Source: an optimization exercise on an open RTL-to-GDS flow (aim: small area, a short achievable clock period and few clock cycles). Production flows keep margins and buffers that such runs may drop.
Only simulation tests tie the RTL to the original design; equivalence was not proved.

==> inputs of indigo <==
==> flow/design.v (excerpt) <==
module nib_law (
    input  wire        clk,
    input  wire        rst,           
    input  wire        start,         
    input  wire        op_init,       
    input  wire        keep_hist,     
    input  wire        clear,         
    input  wire        outer,         
    input  wire        ff_en,
    input  wire [3:0]  outer_shift,   
    input  wire [3:0]  inner_shift,   
    input  wire [31:0] b0,
    input  wire [31:0] b1,
    input  wire [31:0] b2,
    input  wire [31:0] a1,
    input  wire [31:0] a2,
    input  wire [31:0] kp,
    input  wire [31:0] ki,
    input  wire [31:0] ff_gain,
    input  wire [31:0] d_min,
    input  wire [31:0] d_max,
    input  wire [31:0] lo,
    input  wire [31:0] hi,
    input  wire [31:0] e_o,           
    input  wire [31:0] i_set,         
    input  wire [31:0] i_n,           
    input  wire [31:0] v,             
    input  wire [31:0] vbus,          
    input  wire [19:0] period,        
    output wire        ready,
    output reg         done,
    output wire [31:0] d_out,
    output wire [19:0] on_out,
    output wire [31:0] iref_out,
    output wire [31:0] integ_out,
  ...
Settings: LEC_CHECK=0, CAP_MARGIN=20, CORE_MARGIN=2, CORE_UTILIZATION=55, PLACE_DENSITY=0.7, SLEW_MARGIN=20; clock period 22.0 ns.
run.sh (not shown) runs the stock make flow with config.mk's settings and CLKGATE_MAP_FILE= SYNTH_SCRIPT=/design/flow/synth_recipe.tcl, a recipe that flattens the netlist after the stock synthesis.
==> tundra: changes against indigo <==
--- a/flow/design.v
+++ b/flow/design.v
@@ -99,48 +99,35 @@
     reg        oal;
     reg [66:0] acc;
     assign d_out     = dd;
     assign iref_out  = iref;
     assign integ_out = integ;
     wire eval_outer = r_outer && !r_init;
     wire signed [47:0] e_sh_in = {{16{e_o[31]}}, e_o} <<< outer_shift;
+    wire signed [31:0] e_in    = sat48(e_sh_in);
     wire               blow_in = ($signed(vbus) < BUS_FLOOR_V);
     wire        [30:0] vb_in   = blow_in ? BUS_FLOOR_V[30:0] : vbus[30:0];
     reg         [3:0]  s_in;
     integer j;
     always @* begin
         s_in = 4'd15;
         for (j = 16; j <= 30; j = j + 1)
             if (vb_in[j]) s_in = 31 - j;
     end
+    reg  [3:0]         pc_nx;
+    reg  signed [32:0] a_nx, b_nx;
+    reg                n_nx;
+    reg  [3:0]         bs_nx;             
     reg  signed [32:0] mul_a, mul_b;
     reg                mneg;
-    reg  signed [66:0] base;
-    always @* begin
-        mneg = 1'b0;
-        case (pc)
-            P_FF: begin      
-                mul_a = {d_tp[31], d_tp}; mul_b = {d_n[31], d_n};
-                mneg  = d_tp[31] ^ d_n[31];
-                base  = {37'd0, r_vd[30:1]};
-            end
-            P_KP: begin mul_a = {r_kp[31], r_kp}; mul_b = {r_e[31], r_e}; base = 67'sd0; end
-            P_KI: begin mul_a = {r_ki[31], r_ki}; mul_b = {r_e[31], r_e}; base = 67'sd0; end
-            P_B1: begin mul_a = {r_b1[31], r_b1}; mul_b = {e1[31], e1};   base = 67'sd536870912; end
-            P_B2: begin mul_a = {r_b2[31], r_b2}; mul_b = {e2[31], e2};   base = acc; end
-            P_A1: begin mul_a = {r_a1[31], r_a1}; mul_b = {y1[31], y1};   base = acc; mneg = 1'b1; end
-            P_A2: begin mul_a = {r_a2[31], r_a2}; mul_b = {y2[31], y2};   base = acc; mneg = 1'b1; end
-            P_B0: begin mul_a = {r_b0[31], r_b0}; mul_b = {r_e[31], r_e}; base = acc; end
-            P_FIN: begin mul_a = 33'sd0; mul_b = 33'sd0; base = acc; end       
-            default: begin
-                mul_a = {dd[31], dd}; mul_b = {13'd0, r_period};
-                base  = dd[31] ? 67'sd536870911 : 67'sd536870912;
-            end
-        endcase
-    end
+    reg  [3:0]         bsel;
+    wire signed [66:0] base = ({67{bsel[0]}} & acc)
+                            | ({67{bsel[1]}} & {37'd0, r_vd[30:1]})
+                            | ({67{bsel[2]}} & 67'sd536870912)
+                            | ({67{bsel[3]}} & (dd[31] ? 67'sd536870911 : 67'sd536870912));
     reg  [66:0] mac;
     reg  [34:0] pp;
     reg  [2:0]  bb;
     reg         b_neg, b_one, b_two;
     integer m;
     always @* begin
         mac = base;
@@ -155,31 +142,37 @@
         end
         for (m = 0; m < 17; m = m + 1)
             mac = mac - (67'd1 << (34 + 2*m));
     end
     assign on_out = acc[49:30];
     reg  [35:0] d_s, d_c;
     reg  [3:0]  d_est;
-    reg  [31:0] d_tp, d_n;               
+    reg  [31:0] d_tp, d_n;
     reg         d_ovf, d_run, d_fin, d_ok;
     reg  [2:0]  d_cnt;
     reg         prev_ff;                  
     wire [64:0] x_n2   = {acc[63:0], r_vd[0]};
     wire [63:0] x_sh   = x_n2[63:0] << r_s;
-    wire [32:0] den_ld = {r_vd[31:0], 1'b0} << r_s;
-    wire [32:0] den    = prev_ff ? den_ld : r_vd;
+    reg  [32:0] den;                      
     wire [35:0] add_p  = ~{3'd0, den};
     wire [35:0] add_n  = {3'd0, den};
     function [3:0] est_next;
         input [35:0] av, bv, addv;
         reg [35:0] sx, cx;
+        reg [3:0]  x, y;
+        reg        c0, c1, c2;
         begin
             sx = av ^ bv ^ addv;
             cx = (av & bv) | (av & addv) | (bv & addv);
-            est_next = sx[34:31] + cx[33:30];
+            x  = sx[34:31];
+            y  = cx[33:30];
+            c0 = x[0] & y[0];
+            c1 = (x[1] & y[1]) | ((x[1] ^ y[1]) & c0);
+            c2 = (x[2] & y[2]) | ((x[2] ^ y[2]) & c1);
+            est_next = {x[3] ^ y[3] ^ c2, x[2] ^ y[2] ^ c1, x[1] ^ y[1] ^ c0, x[0] ^ y[0]};
         end
     endfunction
     reg  [35:0] s_n, c_n, av, bv, addv;
     reg  [30:0] tp_n, n_n;
     reg  [3:0]  est, e_p, e_z, e_n;
     reg         q_p, q_z;
     reg  [35:0] s_2, c_2;                 
@@ -199,24 +192,22 @@
             av   = {s_n[34:0], tp_n[30]};
             bv   = {c_n[34:0], 1'b0};
             e_p  = est_next(av, bv, add_p);
             e_z  = est_next(av, bv, 36'd0);
             e_n  = est_next(av, bv, add_n);
             q_p  = !est[3];
             q_z  = (est == 4'b1111);
+            est  = ({4{q_p}} & e_p) | ({4{q_z}} & e_z) | ({4{!q_p && !q_z}} & e_n);
             if (q_p) begin                            
                 addv  = add_p;
                 bv[0] = 1'b1;
-                est   = e_p;
             end else if (q_z) begin                   
                 addv  = 36'd0;
-                est   = e_z;
             end else begin                            
                 addv  = add_n;
-                est   = e_n;
             end
             tp_n = {tp_n[29:0], q_p};
             n_n  = {n_n[29:0], !q_p && !q_z};
             s_n = av ^ bv ^ addv;
             c_n = (av & bv) | (av & addv) | (bv & addv);
             c_n = {c_n[34:0], 1'b0};
             if (k < 2) begin
@@ -234,18 +225,21 @@
                 n_n  = 31'd0;
                 est  = {2'b00, x_sh[63:62]};
             end
         end
     end
     wire [35:0] d_rem  = s_2 + c_2;
     wire [28:0] d_z    = d_tp[28:0] + ~d_n[28:0];
-    wire [28:0] d_z1   = d_z + 29'd1;
-    wire [2:0]  d_u    = 3'd4 + {qp_2[1], 1'b0} + {2'd0, qp_2[0]}
-                              - {qn_2[1], 1'b0} - {2'd0, qn_2[0]} - {2'd0, d_rem[35]};
-    wire [30:0] d_q    = {d_u[2] ? d_z1 : d_z, d_u[1:0]};
+    wire [28:0] d_z1   = d_tp[28:0] - d_n[28:0];
+    wire [2:0]  d_u0   = 3'd4 + {qp_2[1], 1'b0} + {2'd0, qp_2[0]}
+                              - {qn_2[1], 1'b0} - {2'd0, qn_2[0]};
+    wire [2:0]  d_u1   = d_u0 - 3'd1;
+    wire [30:0] d_q0   = {d_u0[2] ? d_z1 : d_z, d_u0[1:0]};
+    wire [30:0] d_q1   = {d_u1[2] ? d_z1 : d_z, d_u1[1:0]};
+    wire [30:0] d_q    = d_rem[35] ? d_q1 : d_q0;
     wire [30:0] ff_q   = d_tp[30:0];
     wire        ff_sat = d_ovf || (!r_dneg && (&ff_q));
     wire [31:0] ff_x   = !r_ffen ? 32'd0 :
                          ff_sat  ? (r_dneg ? QMIN : QMAX) :
                                    ({1'b0, ff_q} ^ {32{r_dneg}});
     wire        ff_ci  = r_ffen && !ff_sat && r_dneg;
     wire signed [31:0] ff_use = ff_x + {31'd0, ff_ci};
@@ -268,21 +262,74 @@
     wire signed [31:0] d_raw  = sat48({{15{draw_x[32]}}, draw_x});
     wire signed [31:0] d_x    = !r_init ? d_raw : r_ffen ? ff_use : r_dmin;
     wire               d_lt   = (d_x < r_dmin);
     wire               d_gt   = (d_x > r_dmax);
     wire signed [31:0] d_cl   = d_lt ? r_dmin : d_gt ? r_dmax : d_x;
     wire signed [47:0] y1_x   = {{16{dd[31]}}, dd} - {{16{ff_use[31]}}, ff_use};
     wire fin_ok = !r_ffen || d_ok;
+    always @* begin
+        pc_nx = pc;
+        if (acc_go)
+            pc_nx = ff_en ? P_FF : op_init ? P_FIN : outer ? P_KP : P_B1;
+        else if (busy)
+            case (pc)
+                P_FF:  pc_nx = r_init ? P_FIN : r_outer ? P_KP : P_B1;
+                P_KP:  pc_nx = P_KI;
+                P_KI:  pc_nx = P_B1;
+                P_B1:  pc_nx = P_B2;
+                P_B2:  pc_nx = P_A1;
+                P_A1:  pc_nx = P_A2;
+                P_A2:  pc_nx = P_B0;
+                P_B0:  pc_nx = P_FIN;
+                P_FIN: pc_nx = fin_ok ? P_ON : P_FIN;
+                default: pc_nx = P_ON;
+            endcase
+    end
+    always @* begin
+        n_nx  = 1'b0;
+        bs_nx = 4'b0000;
+        case (pc_nx)
+            P_FF: begin      
+                a_nx  = {ff_gain[31], ff_gain}; b_nx = {v[31], v};
+                n_nx  = ff_gain[31] ^ v[31];
+                bs_nx = 4'b0010;
+            end
+            P_KP: begin
+                a_nx = acc_go ? {kp[31], kp} : {r_kp[31], r_kp};
+                b_nx = acc_go ? {e_in[31], e_in} : {r_e[31], r_e};
+            end
+            P_KI: begin a_nx = {r_ki[31], r_ki}; b_nx = {r_e[31], r_e}; end
+            P_B1: begin
+                a_nx  = acc_go ? {b1[31], b1} : {r_b1[31], r_b1};
+                b_nx  = {e1[31], e1};
+                bs_nx = 4'b0100;
+            end
+            P_B2: begin a_nx = {r_b2[31], r_b2}; b_nx = {e2[31], e2}; bs_nx = 4'b0001; end
+            P_A1: begin a_nx = {r_a1[31], r_a1}; b_nx = {y1[31], y1}; bs_nx = 4'b0001; n_nx = 1'b1; end
+            P_A2: begin a_nx = {r_a2[31], r_a2}; b_nx = {y2[31], y2}; bs_nx = 4'b0001; n_nx = 1'b1; end
+            P_B0: begin a_nx = {r_b0[31], r_b0}; b_nx = {r_e[31], r_e}; bs_nx = 4'b0001; end
+            P_FIN: begin a_nx = 33'sd0; b_nx = 33'sd0; bs_nx = 4'b0001; end       
+            default: begin   
+                a_nx  = (pc == P_FIN) ? {d_cl[31], d_cl} : {dd[31], dd};
+                b_nx  = {13'd0, r_period};
+                bs_nx = 4'b1000;
+            end
+        endcase
+    end
     always @(posedge clk) begin
-        acc <= mac;
+        acc   <= mac;
+        mul_a <= a_nx;
+        mul_b <= b_nx;
+        mneg  <= n_nx;
+        bsel  <= bs_nx;
         prev_ff <= busy && (pc == P_FF) && !acc_go;
         if (prev_ff)
             d_ovf <= (acc[63:30] >= {1'b0, r_vd[31:0], 1'b0});
-        if (prev_ff)
-            r_vd <= den_ld;
+        if (pc == P_FF)
+            den <= {r_vd[31:0], 1'b0} << r_s;
         if (prev_ff || d_run) begin
             d_est <= est;
             d_s  <= s_n;
             d_c  <= c_n;
             d_tp <= {1'b0, tp_n};
             d_n  <= {1'b0, n_n};
         end
@@ -330,25 +377,23 @@
                 r_b0      <= b0;
                 r_b1      <= b1;
                 r_b2      <= b2;
                 r_a1      <= a1;
                 r_a2      <= a2;
                 r_kp      <= kp;
                 r_ki      <= ki;
-                d_tp      <= ff_gain;
-                d_n       <= v;
                 r_dneg    <= (ff_gain != 32'd0) && (v != 32'd0) && (ff_gain[31] ^ v[31]);
                 r_vd      <= {2'd0, vb_in};
                 r_s       <= s_in;
                 r_bus_low <= blow_in;
                 r_dmin    <= d_min;
                 r_dmax    <= d_max;
                 r_lo      <= lo;
                 r_hi      <= hi;
-                r_e       <= sat48(e_sh_in);
+                r_e       <= e_in;
                 asat      <= outer && !op_init && at_bound48(e_sh_in);
                 r_in      <= i_n;
                 iref      <= op_init ? 32'sd0 : i_set;
                 r_period  <= period;
                 oal       <= 1'b0;
                 d_ok      <= 1'b0;
                 d_run     <= 1'b0;
- CORE_UTILIZATION: 55 -> 30
- PLACE_DENSITY: 0.7 -> 0.5
==> results.txt <==
Run status:
- The flow ran to the end and the layout has no timing, DRC or antenna violations.

Drt:
- The number of detailed-route iterations in the first pass is 9.

Setup path:
- The worst register-to-register path begins at r_s[0]$_SDFFCE_PP1P_.
- Counting cells, the worst reg-to-reg path comes to 54.
- Counting buffers and inverters, the worst setup path is 54 cells deep.
- The maximum fanout along the worst path is 48.

Final layout:
- The fraction of cell area in non-clock buffers is 7.54%.

Worst hold path:
- The source of the worst hold timing path is flags[9]$_SDFFE_PP0P_.

Synthesis:
- The combined area of all synthesized cells is 0.108 mm2.
- The arithmetic-cell share of the synthesized area counting full adders, half adders and majority gates is 23.0%.

Floorplanning:
- The die area is 0.199 mm2.

Placed design:
- After legalization and detailed placement, the total HPWL measured 369,000 um.
the above is filed under indigo

==> results.txt <==
Worst hold path:
- The worst hold path begins at flags[3]$_SDFFE_PP0P_.
- The number of instances on the worst hold path is 2.

Floorplanning:
- The die covers 0.375 mm2.

Run status:
- The flow ran to the end and the layout has no timing, DRC or antenna violations.

Final layout:
- The number of antenna cells inserted is 28.
- The number of multi-input logic gates is 9,153.
- Leaving out fill and tap cells, the most frequent cell in the layout is inv_1.
- The design has 1,064 sequential cells.

Setup path:
- The number of logic stages on the critical path including buffering is 41.
- In this run the critical register-to-register path is launched from integ[0]$_SDFFE_PP0P_.
- The maximum fanout along the worst path is 63.

Placed design:
- The count of input and output buffers is 704.
- The detailed placer's ending HPWL is 384,000 um.

Drt:
- The first TritonRoute pass finished after 8 iterations.

Synthesis:
- Summing every instance area after synthesis gives 0.111 mm2.
- Summing the areas of all fa, ha and maj instances in the mapped netlist gives 22.7% of the synthesized area.
the above is filed under tundra

Testbench counts of indigo, summed over its fixed seeds: cycles 34,611.
Testbench counts of tundra, summed over its fixed seeds: cycles 34,611.

## separate check: timing with driven ports
The flow's constraints put no driver on any port. The routed layouts listed below were extracted and timed again, unchanged, in two steps.
Step 1 (the two cells are an assumption about what drives the block):
set clk [get_ports {clk}]
set_driving_cell -lib_cell sky130_fd_sc_hd__clkbuf_16 $clk
set_driving_cell -lib_cell sky130_fd_sc_hd__buf_2 [delete_from_list [all_inputs] $clk]
Step 2 adds t to the input delays and takes it off the output delays; t is the mean of the earliest and latest rising clock arrival at the registers after step 1. Input paths then give back, and output paths get back, about the clock's delay inside the block.
Three values: no drivers, after step 1, after step 2; two values: the first two.
| run | t, ns | slack for setup (ns) | worst slew at a driven data input, ns |
|---|---|---|---|
| indigo | 0.902 | 8.120 / 8.120 / 8.120 | 0.23 |
| tundra | 0.932 | 9.962 / 9.962 / 9.962 | 0.37 |
After both steps every run listed still meets setup and hold.
